Background: an optimization exercise with open tools, aiming at small area and a short achievable clock period. Do not read the settings as production practice. At most, simulation tests tie the RTL to the original design; equivalence was not proved. No activity file was given, so power comes from the tool's default toggle rates.

// pantry
module pantry (
    input  wire        clk,
    input  wire        rst,
    input  wire        cmd_valid,
    input  wire [2:0]  cmd_op,
    input  wire [2:0]  cmd_queue,
    input  wire [31:0] cmd_data,
    output reg         resp_valid,
    output reg  [31:0] resp_data,
    output reg  [15:0] resp_payload,
    output wire [5:0]  pool_free,
    output wire        pool_exhausted,
    output wire [4:0]  reserve_total,
    output reg  [15:0] overrun_count,
    output reg  [15:0] reclaimed_count,
    output wire [7:0]  q_nonempty,
    output wire [7:0]  q_full
);
export LEC_CHECK = 0
export CAP_MARGIN = 20
export CORE_MARGIN = 2
export CORE_UTILIZATION = 40
export CTS_CLUSTER_DIAMETER = 70
export CTS_CLUSTER_SIZE = 22
export PLACE_DENSITY = 0.6
export SLEW_MARGIN = 20
create_clock -name core_clock -period 30.0 [get_ports {clk}]
standard.sh (not shown) runs the stock make flow with config.mk's settings and CLKGATE_MAP_FILE= SYNTH_SCRIPT=/design/flow/synth_recipe.tcl, a recipe that flattens the netlist after the stock synthesis.
==> flow/flow/run.sh <==
#!/bin/bash
bash standard.sh SETUP_SLACK_MARGIN=21 TNS_END_PERCENT=100 finish > standard.log 2>&1
==> next run, changes <==
--- a/flow/design.v
+++ b/flow/design.v
@@ -189,35 +189,40 @@
     wire qrst_ok  = is_qrst && (!sweep_active || sweep_q == q);
     reg [NC-1:0] cq_match;
     always @(*)
         for (i = 0; i < NC; i = i + 1)
             cq_match[i] = (cell_q[i] == q);
     wire [NC-1:0] sel = (is_pop ? head_eff : 32'd0) & cq_match;
     reg [36:0] rd;
     always @(*) begin
         rd = 37'd0;
         for (i = 0; i < NC; i = i + 1)
             rd = rd | (sel[i] ? {cell_link[i], cell_data[i]} : 37'd0);
     end
-    wire [6:0] rt_v = add7({2'b00, rt_r}, {3'b000, cmd_data[3:0]}, 1'b0);
+    wire [4:0] rlim_b = 5'd16 - rt_r;
+    reg [4:0] rlim [0:NQ-1];
+    always @(*)
+        for (i = 0; i < NQ; i = i + 1)
+            rlim[i] = add7({2'b00, rlim_b}, {3'b000, reserve[i]}, 1'b0);
+    wire [4:0] rlim_q = rlim[q];
     wire [2:0]  fld   = cmd_data[18:16];
     wire [15:0] v     = cmd_data[15:0];
     wire        v_hi0 = (v[15:6] == 10'd0);
-    wire [6:0]  rt_y  = add7({2'b00, rt_r}, add7({3'b000, v[3:0]}, ~{3'b000, rq}, 1'b1), 1'b0);
+    wire [6:0]  rt_y  = add7(add7({2'b00, rt_r}, {3'b000, v[3:0]}, 1'b0), ~{3'b000, rq}, 1'b1);
     reg         cfg_ok;
     always @(*) begin
         case (fld)
             3'd0: cfg_ok = v_hi0 && v[5:0] != 6'd0 && (!v[5] || v[4:0] == 5'd0);
             3'd1: cfg_ok = (v[15:4] == 12'd0) && (!v[3] || v[2:0] == 3'd0) && !neq
-                        && !lt6({1'b1, rq}, rt_v[5:0]);
+                        && !lt6({1'b0, rlim_q}, {2'b00, v[3:0]});
             3'd2: cfg_ok = (v == 16'd0) || (v_hi0 && lt6(lwq, v[5:0]) && !lt6(dq, v[5:0]));
             3'd3: cfg_ok = (v == 16'd0) || (v_hi0 && lt6(v[5:0], hq));
             default: cfg_ok = 1'b0;
         endcase
     end
     wire cfg_wr = is_cfg && cfg_ok;
     wire wr_d = cfg_wr && fld == 3'd0;
     wire wr_r = cfg_wr && fld == 3'd1;
     wire wr_h = cfg_wr && fld == 3'd2;
     wire wr_l = cfg_wr && fld == 3'd3;
     wire [5:0] lq_inc = inc6(lq);
     wire [5:0] lq_dec = dec6(lq);
Effect:
- total power went up by 1.2%
- synthesized area went up by 1.7%
- first-iteration DRC count went up by 9.3%
- final cell count went up by 2.5%
- routed wire length went up by 3.4%
- synthesized cell count went up by 2.7%
- worst setup slack gets worse by 250 ps
- final area went up by 2.2%
Only the layout flow was run in the second run of this note; the RTL was not checked for function there.

* * *

== rev 12 ==
pantry, a different RTL version from the one above (not shown whole).
For scale: roughly 2000 flip-flops, roughly 150 I/O pins, ~0.080 sq mm of cells after synthesis.
export LEC_CHECK = 0
export CAP_MARGIN = 20
export CORE_MARGIN = 2
export CORE_UTILIZATION = 40
export PLACE_DENSITY = 0.6
export SLEW_MARGIN = 20
create_clock -name core_clock -period 30.0 [get_ports {clk}]
Scripts as last shown in full above: flow/flow/run.sh
Input changes introduced in rev 13 (baseline for comparison: rev 12):
--- a/flow/design.v
+++ b/flow/design.v
@@ -178,27 +178,27 @@
     reg [36:0] rd;
     always @(*) begin
         rd = 37'd0;
         for (i = 0; i < NC; i = i + 1)
             rd = rd | (sel[i] ? {cell_link[i], cell_data[i]} : 37'd0);
     end
-    reg [4:0] rlim [0:NQ-1];
+    reg [4:0] rt_oth [0:NQ-1];
     always @(*)
         for (i = 0; i < NQ; i = i + 1)
-            rlim[i] = 5'd16 - rt_r + {1'b0, reserve[i]};
-    wire [4:0] rlim_q = rlim[q];
+            rt_oth[i] = rt_r - {1'b0, reserve[i]};
+    wire [4:0] rt_xq = rt_oth[q];
     wire [2:0]  fld   = cmd_data[18:16];
     wire [15:0] v     = cmd_data[15:0];
     wire        v_hi0 = (v[15:6] == 10'd0);
-    wire [6:0]  rt_y  = add7({3'b001, v[3:0]}, ~{2'b00, rlim_q}, 1'b1);
+    wire [6:0]  rt_y  = add7({2'b00, rt_xq}, {3'b000, v[3:0]}, 1'b0);
     reg         cfg_ok;
     always @(*) begin
         case (fld)
             3'd0: cfg_ok = v_hi0 && v[5:0] != 6'd0 && (!v[5] || v[4:0] == 5'd0);
             3'd1: cfg_ok = (v[15:4] == 12'd0) && (!v[3] || v[2:0] == 3'd0) && !neq
-                        && !lt6({1'b0, rlim_q}, {2'b00, v[3:0]});
+                        && (!rt_y[5] && (!rt_y[4] || rt_y[3:0] == 4'd0));
             3'd2: cfg_ok = (v == 16'd0) || (v_hi0 && lt6(lwq, v[5:0]) && !lt6(dq, v[5:0]));
             3'd3: cfg_ok = (v == 16'd0) || (v_hi0 && lt6(v[5:0], hq));
             default: cfg_ok = 1'b0;
         endcase
     end
     wire cfg_wr = is_cfg && cfg_ok;
### Flow results
Data arrival time of the critical path on rev 13 is down relative to rev 12. Going from rev 12 to rev 13, area after synthesis saw little to no change, switching part of the total saw a decrease. Changes observed in rev 13 relative to rev 12: wire length saw a decrease, wire length on met1 saw a decrease, fraction of the mapped netlist area in compound gates saw a decrease.
Function not checked in rev 12: the RTL went through the layout flow alone.

* * *

pantry with an RTL version that a note above also has.
Size: ~2000 flip-flops, ~150 I/O pins.
export LEC_CHECK = 0
export CAP_MARGIN = 20
export CORE_MARGIN = 2
export CORE_UTILIZATION = 40
export PLACE_DENSITY = 0.6
export SLEW_MARGIN = 20
create_clock -name core_clock -period 30.0 [get_ports {clk}]
Scripts as last shown in full above: flow/flow/run.sh
The starting point passed the timing, DRC and antenna checks.
Then changed:
--- a/flow/design.v
+++ b/flow/design.v
@@ -195,28 +195,23 @@
     reg [36:0] rd;
     always @(*) begin
         rd = 37'd0;
         for (i = 0; i < NC; i = i + 1)
             rd = rd | (sel[i] ? {cell_link[i], cell_data[i]} : 37'd0);
     end
-    wire [4:0] rlim_b = 5'd16 - rt_r;
-    reg [4:0] rlim [0:NQ-1];
-    always @(*)
-        for (i = 0; i < NQ; i = i + 1)
-            rlim[i] = add7({2'b00, rlim_b}, {3'b000, reserve[i]}, 1'b0);
-    wire [4:0] rlim_q = rlim[q];
+    wire [6:0] rt_v = add7({2'b00, rt_r}, {3'b000, cmd_data[3:0]}, 1'b0);
     wire [2:0]  fld   = cmd_data[18:16];
     wire [15:0] v     = cmd_data[15:0];
     wire        v_hi0 = (v[15:6] == 10'd0);
-    wire [6:0]  rt_y  = add7(add7({2'b00, rt_r}, {3'b000, v[3:0]}, 1'b0), ~{3'b000, rq}, 1'b1);
+    wire [6:0]  rt_y  = add7({2'b00, rt_r}, add7({3'b000, v[3:0]}, ~{3'b000, rq}, 1'b1), 1'b0);
     reg         cfg_ok;
     always @(*) begin
         case (fld)
             3'd0: cfg_ok = v_hi0 && v[5:0] != 6'd0 && (!v[5] || v[4:0] == 5'd0);
             3'd1: cfg_ok = (v[15:4] == 12'd0) && (!v[3] || v[2:0] == 3'd0) && !neq
-                        && !lt6({1'b0, rlim_q}, {2'b00, v[3:0]});
+                        && !lt6({1'b1, rq}, rt_v[5:0]);
             3'd2: cfg_ok = (v == 16'd0) || (v_hi0 && lt6(lwq, v[5:0]) && !lt6(dq, v[5:0]));
             3'd3: cfg_ok = (v == 16'd0) || (v_hi0 && lt6(v[5:0], hq));
             default: cfg_ok = 1'b0;
         endcase
     end
     wire cfg_wr = is_cfg && cfg_ok;
The new run finished clean; utilization fell by 0.54 points; sequential power stays flat; synthesized cell count is lower by 2.6%; routed wire length falls by 3.7%; clock skew falls by 5.9 ps; first-iteration DRC count is lower by 6.2%; cell count fell by 2.4%; fmax increases by 1.9%.
For the first run of this note, only the layout was checked, not whether the RTL still works.

-- port drivers added, routing unchanged --
No port has a modelled driver above. Below, the same layouts with a new extraction and two added sets of constraints. Step 1: set_driving_cell puts a clkbuf_16 on clk and a buf_2 on each other input, an assumption about the parent block. Step 2 times the ports against the registers' clock, not the clock port: input delays grow and output delays shrink by t, the midpoint of the rising clock arrivals with the driver on. Three values: no drivers, after step 1, after step 2; two values: the first two.
| run | shift t [ns] | slack for setup (ns) | worst setup path after step 2 | latest minus earliest clock arrival (ns) | worst register clock-pin slew, ns |
|---|---|---|---|---|---|
| the first run of note 1 | 0.904 | 20.893 / 20.785 / 19.881 | input to register | 0.086 / 0.085 | 0.10 / 0.10 |
| the second run of note 1 | 0.908 | 20.642 / 20.512 / 19.604 | input to register | 0.072 / 0.072 | 0.10 / 0.10 |
| rev 12 | 0.940 | 20.277 / 20.134 / 19.194 | input to register | 0.109 / 0.109 | 0.07 / 0.07 |
| rev 13 | 0.920 | 20.544 / 20.364 / 19.444 | input to register | 0.078 / 0.077 | 0.07 / 0.07 |
| the first run of note 3 | 0.933 | 20.696 / 20.543 / 19.610 | input to register | 0.071 / 0.070 | 0.07 / 0.07 |
| the second run of note 3 | 0.926 | 20.868 / 20.809 / 19.882 | input to register | 0.065 / 0.065 | 0.08 / 0.08 |
After both steps every run listed still meets setup and hold. The setup slack of rev 13, which loses most, moves by -0.180 ns with the drivers and by -1.100 ns with both steps.
